Source: an optimization exercise on an open RTL-to-GDS flow (aim: small area, a short achievable clock period and few clock cycles). Production flows keep margins and buffers that such runs may drop. Only simulation tests tie the RTL to the original design; equivalence was not proved. No activity file was given, so power comes from the tool's default toggle rates.

===== flow/flow/run.sh =====
#!/bin/bash
# The standard layout (standard.sh: standard synthesis through finish),
# with the port buffers that placement inserts on every input and output
# made plain sky130 buf_2 cells instead of the slower delay-buffer cell the
# resizer picks by default, and the setup repair aimed 6 ns above the
# clock period's slack. Make's full output goes to standard.log here; each
# ORFS step also keeps its own log under orfs/logs.
set -euo pipefail
export BUFFER_PORTS_ARGS="-buffer_cell sky130_fd_sc_hd__buf_2"
export SETUP_SLACK_MARGIN=6
bash standard.sh > standard.log 2>&1

===== flow/standard.sh =====
#!/bin/bash
# synth_recipe.tcl (not shown) runs the flow's synth.tcl, then flattens the netlist and writes it again
# the make line also repeats each setting of config.mk as NAME=value (left out here)
make -C /OpenROAD-flow-scripts/flow DESIGN_CONFIG=/design/flow/config.mk WORK_HOME=/design/flow/orfs CLKGATE_MAP_FILE= SYNTH_SCRIPT=/design/flow/synth_recipe.tcl "${@:-finish}"

===== flow/config.mk =====
export PLATFORM = sky130hd
export DESIGN_NAME = bale_decoder
export DESIGN_NICKNAME = bale_decoder
export VERILOG_FILES = /design/flow/design.v
export SDC_FILE = /design/flow/constraint.sdc
export NUM_CORES = 4
export LEC_CHECK = 0
export CAP_MARGIN = 20
export CORE_MARGIN = 2
export CORE_UTILIZATION = 50
export CTS_BUF_LIST = sky130_fd_sc_hd__clkbuf_8
export SLEW_MARGIN = 20
export TNS_END_PERCENT = 0

===== flow/constraint.sdc =====
create_clock -name core_clock -period 9.0 [get_ports {clk}]
set_input_delay 1.8000 -clock core_clock [delete_from_list [all_inputs] [get_ports {clk}]]
set_output_delay 1.8000 -clock core_clock [all_outputs]
set_load 0.01 [all_outputs]

===== flow/design.v =====
module bale_decoder (
    input  wire        clk,
    input  wire        rst,
    input  wire        in_valid,
    output wire        in_ready,
    input  wire [7:0]  in_data,
    input  wire        in_last,
    output reg         out_valid,
    input  wire        out_ready,
    output reg  [7:0]  out_data,
    output reg         done,
    output reg         bad,
    output reg         crc_fail,
    output wire [31:0] label
);
    localparam [3:0] S_HDR   = 4'd0,
                     S_TAG   = 4'd1,
                     S_EXT0  = 4'd2,
                     S_EXT1  = 4'd3,
                     S_DATA  = 4'd4,    
                     S_DELTA = 4'd5,
                     S_PAD   = 4'd6,
                     S_TRL   = 4'd7,
                     S_DISC  = 4'd8,    
                     S_FIN   = 4'd9;    
    localparam [9:0] H_HDR   = 10'b0000000001,
                     H_TAG   = 10'b0000000010,
                     H_EXT0  = 10'b0000000100,
                     H_EXT1  = 10'b0000001000,
                     H_DATA  = 10'b0000010000,
                     H_DELTA = 10'b0000100000,
                     H_PAD   = 10'b0001000000,
                     H_TRL   = 10'b0010000000,
                     H_DISC  = 10'b0100000000,
                     H_FIN   = 10'b1000000000;
    localparam [31:0] CRC_RESIDUE = 32'hB798B438;
    reg [9:0]  st;
    reg [3:0]  hcnt;           
    reg        form;           
    reg        fmt_err;
    reg        szbad;          
    reg [16:0] crem;           
    reg [16:0] brem;           
    reg [31:0] label_r;
    reg [3:0]  pos9;           
    reg        tdelta;         
    reg        x64;            
    reg [15:0] trem;           
    reg [1:0]  fidx;           
    reg        tz;             
    reg        dchk;           
    reg [17:0] dx;             
    reg        dxv;
    reg [4:0]  dw;             
    reg [24:0] ib;             
    reg [4:0]  ibcnt;          
    reg [5:0]  ib1;            
    reg [6:0]  ib2;            
    reg [35:0] hist;
    reg [4:0]  pend;           
    reg [31:0] crc;
    assign label = label_r;
    reg    vpend;
    wire   crc_err  = (crc != CRC_RESIDUE);
    function [31:0] crc32c_byte;
        input [31:0] c;
        input [7:0]  b;
        integer k;
        reg [31:0] x;
        begin
            x = c ^ {24'd0, b};
            for (k = 0; k < 8; k = k + 1)
                x = x[0] ? ((x >> 1) ^ 32'h82F63B78) : (x >> 1);
            crc32c_byte = x;
        end
    endfunction
    reg [7:0] obyte;
    always @(*) begin
        case (pend[3:0])
            4'd4:    obyte = hist[35:28];
            4'd5:    obyte = hist[33:26];
            4'd6:    obyte = hist[31:24];
            4'd7:    obyte = hist[29:22];
            4'd8:    obyte = hist[27:20];
            4'd9:    obyte = hist[25:18];
            4'd10:   obyte = hist[23:16];
            4'd11:   obyte = hist[21:14];
            4'd12:   obyte = hist[19:12];
            4'd13:   obyte = hist[17:10];
            4'd14:   obyte = hist[15:8];
            4'd15:   obyte = hist[13:6];
            default: obyte = hist[11:4];
        endcase
    end
    wire       xfer   = (pend >= 5'd4) && (!out_valid || out_ready);
    wire [4:0] pend_a  = xfer ? pend - 5'd4 : pend;
    wire [4:0] pend_up = pend + 5'd4;
    wire        flast = tz && (fidx == 2'd3);    
    wire        live  = (!st[S_DISC]) && (!st[S_FIN]);
    wire        fadd  = dxv && live && (pend <= 5'd7);
    reg         fcomp;
    wire [4:0]  pend_fc = fadd ? pend + 5'd9 : pend;
    integer i;
    reg  [17:0] dmask;
    always @(*) begin
        for (i = 0; i < 18; i = i + 1)
            dmask[i] = (i <= dw);
    end
    wire [17:0] dlo   = ib[17:0] & dmask;
    wire        dsign = ib[dw];
    wire [17:0] dxn   = dsign ? (dlo | ~dmask) : dlo;
    wire [17:0] field = hist[17:0] + dx;
    wire [24:0] ib_sh   = (ib >> dw) >> 1;
    reg accept;
    assign in_ready = accept;
    wire fire = in_valid && accept;
    wire last = fire && in_last;
    wire bz   = (brem == 17'd0);
    wire size_bad = ({1'b0, brem} > ({1'b0, crem | 17'd3} + 18'd1));
    reg  hbad;
    always @(*) begin
        case (hcnt)
            4'd0:  hbad = (in_data != 8'h42);
            4'd1:  hbad = (in_data != 8'h5A);
            4'd2:  hbad = (in_data != 8'h01);
            4'd3:  hbad = (in_data[7:1] != 7'd0);
            4'd6:  hbad = (in_data[7:1] != 7'd0) || (in_data[0] && (crem[15:0] != 16'd0));
            4'd7:  hbad = (in_data != 8'd0);
            4'd10: hbad = (in_data[7:1] != 7'd0);
            4'd11: hbad = (in_data != 8'd0);
            4'd12: hbad = szbad;
            default: hbad = 1'b0;
        endcase
    end
    reg [9:0] nstate;
    reg       fault;
    reg       dfault;      
    reg       fin_ok;      
    wire      lit_end  = form ? (tz && !x64) : (brem == 17'd1);
    wire [9:0] after_body = (hcnt[1:0] == 2'd3) ? H_TRL : H_PAD;   
    wire      tag_bad  = (in_data[7:6] == 2'b01) || (in_data[7:6] == 2'b11) ||
                         ((in_data[7:6] == 2'b10) &&
                          (in_data[5] || (in_data[4:0] > 5'd17) || (pos9 != 4'd0)));
    wire      cshort   = (crem < 17'd9);
    wire [16:0] crem_m1 = crem - 17'd1;
    wire [16:0] crem_m9 = crem - 17'd9;
    always @(*) begin
        nstate = st;
        fault  = 1'b0;
        dfault = 1'b0;
        fin_ok = 1'b0;
        case (1'b1)
            st[S_HDR]: if (fire) begin
                dfault = hbad;
                if (hcnt == 4'd15)
                    nstate = bz ? H_TRL : (form ? H_TAG : H_DATA);
            end
            st[S_TAG]: if (fire) begin
                dfault = tag_bad;
                if (in_data[7] || (in_data[5:0] == 6'd63)) nstate = H_EXT0;
                else                                       nstate = H_DATA;
            end
            st[S_EXT0]: if (fire) begin
                fault  = bz;
                nstate = H_EXT1;
            end
            st[S_EXT1]: if (fire) begin
                fault  = bz;
                nstate = tdelta ? H_DELTA : H_DATA;
            end
            st[S_DATA]: if (fire) begin
                fault = bz || (crem == 17'd0);
                if (lit_end)
                    nstate = (brem == 17'd1) ? after_body : H_TAG;
            end
            st[S_DELTA]: begin
                if (fire && bz) fault = 1'b1;
                if (fcomp) begin
                    if (fidx == 2'd0 && cshort) fault = 1'b1;
                    if (flast) begin
                        nstate = !bz ? H_TAG : ((hcnt[1:0] == 2'd0) ? H_TRL : H_PAD);
                    end
                end
            end
            st[S_PAD]: if (fire) begin
                dfault = (in_data != 8'd0);
                if (hcnt[1:0] == 2'd3) nstate = H_TRL;
            end
            st[S_TRL]: if (fire) begin
                if (hcnt[1:0] == 2'd3) begin
                    fault  = !in_last;
                    fin_ok = in_last;
                end
            end
            st[S_DISC]: if (last) nstate = H_FIN;
            st[S_FIN]:  if (pend == 5'd0 && !out_valid) nstate = H_HDR;
            default: nstate = H_HDR;
        endcase
    end
    wire ubad  = dchk && (ib != 25'd0);
    reg  dfault_q;
    reg [4:0] q0, q1;
    always @(*) begin
        if (st[S_DISC] || st[S_FIN]) begin
            q0 = (pend < 5'd4) ? 5'd0 : pend;
            q1 = (pend < 5'd8) ? 5'd0 : pend - 5'd4;
        end else if (fire && st[S_DATA]) begin
            q0 = pend_up;
            q1 = pend;
        end else begin
            q0 = pend_fc;
            q1 = pend_fc - 5'd4;
        end
    end
    wire [4:0] pend_n  = xfer ? q1 : q0;
    wire       p_le4_n = xfer ? (q1 <= 5'd4) : (q0 <= 5'd4);
    wire       p_z_n   = xfer ? (q1 == 5'd0) : (q0 == 5'd0);
    wire       p_le7_n = xfer ? (q1 <= 5'd7) : (q0 <= 5'd7);
    wire abort = (fault || dfault_q || ubad || (last && !fin_ok)) && !st[S_DISC] && !st[S_FIN];
    wire [9:0] st_n  = abort ? (last ? H_FIN : H_DISC) : (fin_ok ? H_HDR : nstate);
    wire       dxv_n = !live ? 1'b0 : (fcomp ? 1'b1 : (fadd ? 1'b0 : dxv));
    wire       ld    = fire && st[S_DELTA];
    wire [5:0] c1    = fcomp ? ib2[5:0] : ib1;
    wire [5:0] ib1_n = st[S_EXT1] ? {1'b1, ~dw} : (ld ? c1 + 6'd8 : c1);
    wire [4:0] cs    = fcomp ? ib1[4:0] : ibcnt;
    wire [6:0] c2    = fcomp ? ib2 + {2'b11, ~dw} : ib2;
    wire [4:0] ibcnt_n = st[S_EXT1] ? 5'd0 : (ld ? cs + 5'd8 : cs);
    wire [6:0] ib2_n   = st[S_EXT1] ? {1'b1, ~dw, 1'b0} : (ld ? c2 + 7'd8 : c2);
    wire [1:0] fidx_n  = st[S_EXT1] ? 2'd0 : (fcomp ? fidx + 2'd1 : fidx);
    reg        tz_n;
    always @(*) begin
        tz_n = tz;
        if (st[S_TAG] && fire)       tz_n = (in_data[5:0] == 6'd0);
        else if (st[S_EXT0] && fire) tz_n = (in_data == 8'd0);
        else if (st[S_EXT1] && fire) tz_n = (in_data == 8'd0) && (trem[7:0] == 8'd0);
        else if (st[S_DATA] && fire) tz_n = !tz && (trem == 16'd1);
        else if (fcomp && fidx == 2'd3) tz_n = (trem == 16'd1);
    end
    wire flast_n = tz_n && (fidx_n == 2'd3);
    wire dload_n = ((ibcnt_n[4] == 1'b0) || (ibcnt_n[3:1] == 3'd0)) &&    
                   (ib1_n[5] || (ib2_n[6] && !flast_n));
    wire ovalid_n = xfer || (out_valid && !out_ready);
    reg  accept_n;
    always @(*) begin
        case (1'b1)
            st_n[S_HDR], st_n[S_TAG], st_n[S_EXT0], st_n[S_EXT1], st_n[S_PAD], st_n[S_DISC]: accept_n = 1'b1;
            st_n[S_DATA]:  accept_n = p_le4_n && !dxv_n;
            st_n[S_DELTA]: accept_n = dload_n;
            st_n[S_TRL]:   accept_n = p_z_n && !dxv_n && !ovalid_n;
            default: accept_n = 1'b0;
        endcase
    end
    always @(posedge clk) begin
        if (rst) begin
            st        <= H_HDR;
            hcnt      <= 4'd0;
            pend      <= 5'd0;
            out_valid <= 1'b0;
            done      <= 1'b0;
            fmt_err   <= 1'b0;
            dchk      <= 1'b0;
            dfault_q  <= 1'b0;
            vpend     <= 1'b0;
            dxv       <= 1'b0;
            fcomp     <= 1'b0;
            accept    <= 1'b1;
        end else begin
            dxv   <= dxv_n;
            st    <= st_n;
            fcomp <= st_n[S_DELTA] && !ib1_n[5] && (!dxv_n || p_le7_n);
            pend  <= pend_n;
            accept <= accept_n;
            out_valid <= ovalid_n;
            if (last || (st[S_FIN]))
                hcnt <= 4'd0;
            else if (fire)
                hcnt <= hcnt + 4'd1;
            vpend <= fin_ok;
            done  <= vpend || (st[S_FIN] && nstate[S_HDR]);
            dchk <= fcomp && flast;
            dfault_q <= dfault;
            if (st[S_HDR] && fire && hcnt == 4'd0)
                fmt_err <= fault || last;        
            else if (abort)
                fmt_err <= 1'b1;
            else if (fin_ok && crem != 17'd0)    
                fmt_err <= 1'b1;
        end
    end
    always @(posedge clk) begin
        bad      <= fmt_err || !vpend || crc_err;
        crc_fail <= !fmt_err && vpend && crc_err;
        szbad    <= size_bad;
        if (xfer)
            out_data <= obyte;
        if (st[S_HDR])
            crc <= 32'hFFFFFFFF;
        else if ((out_valid && out_ready) || (fire && st[S_TRL]))
            crc <= crc32c_byte(crc, out_valid ? out_data : in_data);
        if (fcomp)
            dx <= dxn;
        if (fadd)
            hist <= {field, hist[35:18]};
        else if (fire && (st[S_HDR] || st[S_DATA]))
            hist <= {(st[S_DATA]) ? in_data : 8'd0, hist[35:8]};
        if (st[S_HDR] && fire) begin
            case (hcnt)
                4'd3:  form          <= in_data[0];
                4'd12: label_r[7:0]  <= in_data;
                4'd13: label_r[15:8] <= in_data;
                4'd14: label_r[23:16]<= in_data;
                4'd15: label_r[31:24]<= in_data;
                default: ;
            endcase
        end
        if (st[S_HDR]) begin
            if (fire) begin
                if (hcnt == 4'd4) crem[7:0]  <= in_data;
                if (hcnt == 4'd5) crem[15:8] <= in_data;
                if (hcnt == 4'd6) crem[16]   <= in_data[0];
            end
        end else if (fcomp && fidx == 2'd0)
            crem <= crem_m9;
        else if (fire && st[S_DATA])
            crem <= crem_m1;
        if (st[S_HDR]) begin
            if (fire) begin
                if (hcnt == 4'd8)  brem[7:0]  <= in_data;
                if (hcnt == 4'd9)  brem[15:8] <= in_data;
                if (hcnt == 4'd10) brem[16]   <= in_data[0];
            end
        end else if (fire && (st[S_TAG] || st[S_EXT0] || st[S_EXT1] ||
                              st[S_DATA] || st[S_DELTA]))
            brem <= brem - 17'd1;
        if (st[S_HDR])
            pos9 <= 4'd0;
        else if (fire && st[S_DATA])
            pos9 <= (pos9 == 4'd8) ? 4'd0 : pos9 + 4'd1;
        if (st[S_TAG] && fire) begin
            tdelta <= in_data[7];
            dw     <= in_data[4:0];
            x64    <= !in_data[7] && (in_data[5:0] == 6'd63);
            trem   <= {10'd0, in_data[5:0]};
            tz     <= (in_data[5:0] == 6'd0);
        end
        if (st[S_EXT0] && fire) begin
            trem[7:0] <= in_data;
            tz        <= (in_data == 8'd0);     
        end
        if (st[S_EXT1] && fire) begin
            trem[15:8] <= in_data;
            tz         <= (in_data == 8'd0) && (trem[7:0] == 8'd0);
        end
        if (st[S_DATA] && fire) begin
            if (tz) begin
                trem <= 16'd62;
                tz   <= 1'b0;
                x64  <= 1'b0;
            end else begin
                trem <= trem - 16'd1;
                tz   <= (trem == 16'd1);
            end
        end
        if (fcomp) begin
            fidx <= fidx + 2'd1;
            if (fidx == 2'd3) begin
                trem <= trem - 16'd1;
                tz   <= (trem == 16'd1);
            end
        end
        if (st[S_EXT1]) begin
            fidx  <= 2'd0;
            ib    <= 25'd0;
            ibcnt <= ibcnt_n;
            ib1   <= ib1_n;                   
            ib2   <= ib2_n;                   
        end else begin : ibupd
            reg [24:0] is;
            reg [24:0] ibn;
            is  = fcomp ? ib_sh : ib;
            ibn = ld ? (is | ({17'd0, in_data} << cs)) : is;
            ib    <= ibn;
            ibcnt <= ibcnt_n;
            ib1   <= ib1_n;
            ib2   <= ib2_n;
        end
    end
endmodule

==> results.txt <==
repair_timing:
| action | in CTS | in global routing |
|---|---|---|
| cloned | 1 | 0 |
| pin swaps | 11 | 11 |
| endpoints found under the setup margin | 149 | 78 |
| gates resized for setup | 67 | 30 |
| setup buffers | 29 | 8 |
registers in the layout (all words and copies together) (netlist names), 2 cells and up, named ones only:
signal    cells
hist         36
crc          32
label_r      32
ib           25
dx           18
brem         17
crem         17
trem         16
st           10
out_data      8
ib1           6
ib2           6
dw            5
ibcnt         5
pend          5
hcnt          4
pos9          4
fidx          2
kinds of logic after synthesis:
kind of cell    count (synthesis)  share of synthesized area
simple gates                  659                      0.179
compound gates                540                      0.203
flops                         265                      0.377
buf+inv                       190                     0.0418
xor+xnor                      155                     0.0867
mux                            96                     0.0629
fa+ha+maj                      69                     0.0493
cell type report:
type,count,area [um2],area share
Multi-Input combinational cell,1520,10700,0.537
Clock buffer,50,688,0.0345
Inverter,56,238,0.0119
Clock inverter,35,265,0.0133
Tap cell,461,577,0.0289
Timing Repair Buffer,107,719,0.0361
Sequential cell,265,6740,0.338
metal layers:
| layer | up-vias | share of wire | global-route usage |
|---|---|---|---|
| met5 | - | 0 | 0 |
| met3 | 116 | 0.077 | 0.0558 |
| met4 | 0 | 0.029 | 0.0969 |
| met2 | 703 | 0.46 | 0.458 |
| li1 | 7410 | - | - |
| met1 | 7561 | 0.44 | 0.397 |
power by group:
group	internal [mW]	switching, mW
registers	1.56	0.324
logic	1.30	1.58
clock network	0.631	0.538
total	3.49	2.44
worst paths after layout:
| check | to | slack, ns | cells after the start |
|---|---|---|---|
| worst max-delay path | crc[25] | 5.77 | 9 |
| worst min-delay path | bad | 0.43 | 1 |
| worst max register to register | accept | 5.81 | 11 |
| worst min register to register | bad | 0.43 | 1 |
worst max-delay path, cell delays in order:
cell and delay, ns:
buf_4 0.30, mux2i_4 0.13, xnor2_2 0.32, xnor3_2 0.37, xor2_4 0.27, buf_4 0.18
xnor2_1 0.11, nor2_1 0.05, o21ai_0 0.22
placed cells by master (no fill, tap or decap), types with 15 or more instances in the layout:
cell | netlist | final
nand2_1 | 210 | 208
edfxtp_1 | 140 | 140
mux2i_1 | 55 | 53
o21a_1 | 15 | 15
nor2b_1 | 16 | 16
mux2_2 | 30 | 30
a22o_1 | 19 | 19
nor2_1 | 165 | 161
or3_1 | 16 | 16
a21o_1 | 16 | 16
a22oi_1 | 25 | 24
and3_1 | 24 | 20
xor2_1 | 50 | 47
clkbuf_8 | 0 | 50
a31oi_1 | 20 | 20
ha_1 | 66 | 63
o22ai_1 | 25 | 25
o21ai_0 | 114 | 113
buf_4 | 0 | 53
o211ai_1 | 35 | 35
nor3_1 | 44 | 42
nand4_1 | 21 | 21
inv_1 | 50 | 55
a21oi_1 | 123 | 122
nor4_1 | 21 | 18
buf_2 | 12 | 48
dfxtp_1 | 125 | 113
a211oi_1 | 24 | 23
a222oi_1 | 21 | 21
xnor2_1 | 92 | 87
nand3_1 | 64 | 59
==> metrics.md <==
| Metric | Value |
|---|---|
| Layout cell share with drive strength beyond 1 | 0.159 |
| DPL Wire Length | 36.4 mm |
| Die width | 193 um |
| Area grow syn2layout | 12.1% |
| Grt ovf | 0 |
| Fill count | 3140 |
| Clock Latency Late Sink | 0.63 ns |
| Starting Density | 0.503 |
| Register area share after synthesis | 0.377 |
| Tmin final | 3.23 ns |
| RSZ-0062 raised after global routing | true |
| Port bufs | 57 |
| Row count | 69 |
| Layout Skew | 0.0177 ns |
| Setup crit start | in_data[7] |
| Detailed-route DRC error count | 0 |
| Status | timing/DRC/antenna clean |
| Yosys top cell area share | 0.236 |
| CTS tree | yes |
| Fin cells | 2494 |
| Largest net degree at the start of global routing | 54 |
| Vias in the first global route | 14.6k |
| Via Count | 15.8k |
| Gr usage total | 0.289 |
| Dominant cells by area after synthesis | edfxtp_1 (24%), dfxtp_1 (14%), ha_1 (4.6%), xnor2_1 (4.5%), nand2_1 (4.4%) |
| Final setup viols | 0 |
| Antenna violations before repair | 0 |
| Max_slew headroom | 0.365 |
| Top_reg_cell synth | edfxtp_1 |
| Max frequency | 310 MHz |
| Avg Cell Area, Syn | 9.01 um2 |
| Worst EP required | 9.52 ns |
| Num CTS Buffers | 47 |
| Routed WL | 54.2 mm |
| Commonest cells in the netlist | nand2_1 (210), nor2_1 (165), edfxtp_1 (140) |
| Worst flop-to-flop path startpoint | st[8] |
| Final worst slack | 5.77 ns |
| FF+latch count, synth | 265 |
| Number of diodes | 0 |
| Die Y | 193 um |
| Worst Hold Class | reg2reg |
| Leak pwr | 7.39 nW |
| Total power | 5.93 mW |
| Final-report max-slew violation count | 0 |
| Drt first pass iters | 8 |
| Nets@finish | 2078 |
| Fin area | 0.0199 mm2 |
| Ys async rst share | 0 |
| Mapped Area | 0.0178 mm2 |
| Pre-CTS WS | 4.73 ns |
| Cell Area, Placed | 0.0183 mm2 |
| Power Density | 297 mW/mm2 |
| Vias per inst | 6.33 |
| Crit start category | input port |
| Clock tree root driver cell | clkbuf_8 |
| YS warnings | 1 |
| Layout Utilization | 0.565 |
| Most frequent cell after synthesis | nand2_1 |
| CTS Hold Bufs | 0 |
| First-pass GRT wire length | 83.6 mm |
| Syn_nets | 2055 |
| Max-cap violations | 0 |
| Crit path arrival time | 3.75 ns |
| Worst-path clk slew | 0.06 ns |
| Die area | 0.0371 mm2 |
| Core ar. | 0.0353 mm2 |
| Area leader, netlist | edfxtp_1 |
| Hold Crit Start | vpend |
| TNS Setup | 0 ns |
| Placed Cells | 2371 |
| Post-synth EDFFs | 140 |
| Clk sinks | 265 |
| CP Class | in2reg |
| DRT iter0 DRCs | 1607 |
| Netlist cell types | 93 |
| Worst Tran Pin Value | 0.944 ns |
| Hold violation count in the final report | 0 |
| Peak supply drop | 0.427 mV |
| Period utilisation layout | 0.359 |
| Avg WL per Cell | 21.7 um |
| IO Pins | 58 |
| Worst Path Max Fanout | 17 |
| Post-Syn Instances | 1974 |
| Post-route ant nets | 0 |
| CTS H-tree lvls | 2 |
| GP Congestion | 0.909 |
| Clock buffer depth | 3 |
| Hold_ws | 0.427 ns |
| Worst Setup End Kind | register |
Testbench counts, summed over its fixed seeds: cycles 122,630.

[static timing again, ports no longer ideal]
How much do the figures lean on ideal ports? The routed layout below was timed once more, with nothing changed but the port constraints. Step 1 assumes that a clkbuf_16 drives the clock port and a buf_2 every other input. Step 2, shift: input delay + t, output delay - t, t = (earliest + latest rising clock arrival at the registers) / 2. This alone moves slack from input paths to output paths. a / b / c = no drivers / after step 1 / after step 2; a / b = the first two.
t (ns): 0.669
setup WS [ns]: 5.770 / 5.793 / 5.125
worst hold slack (ns): 0.427 / 0.427 / 0.427
worst setup path at the end: input to register
worst slew at a driven data input, ns: 0.06
After both steps setup and hold are still met in this run. The setup slack of this run moves by +0.023 ns with the drivers and by -0.645 ns with both steps.
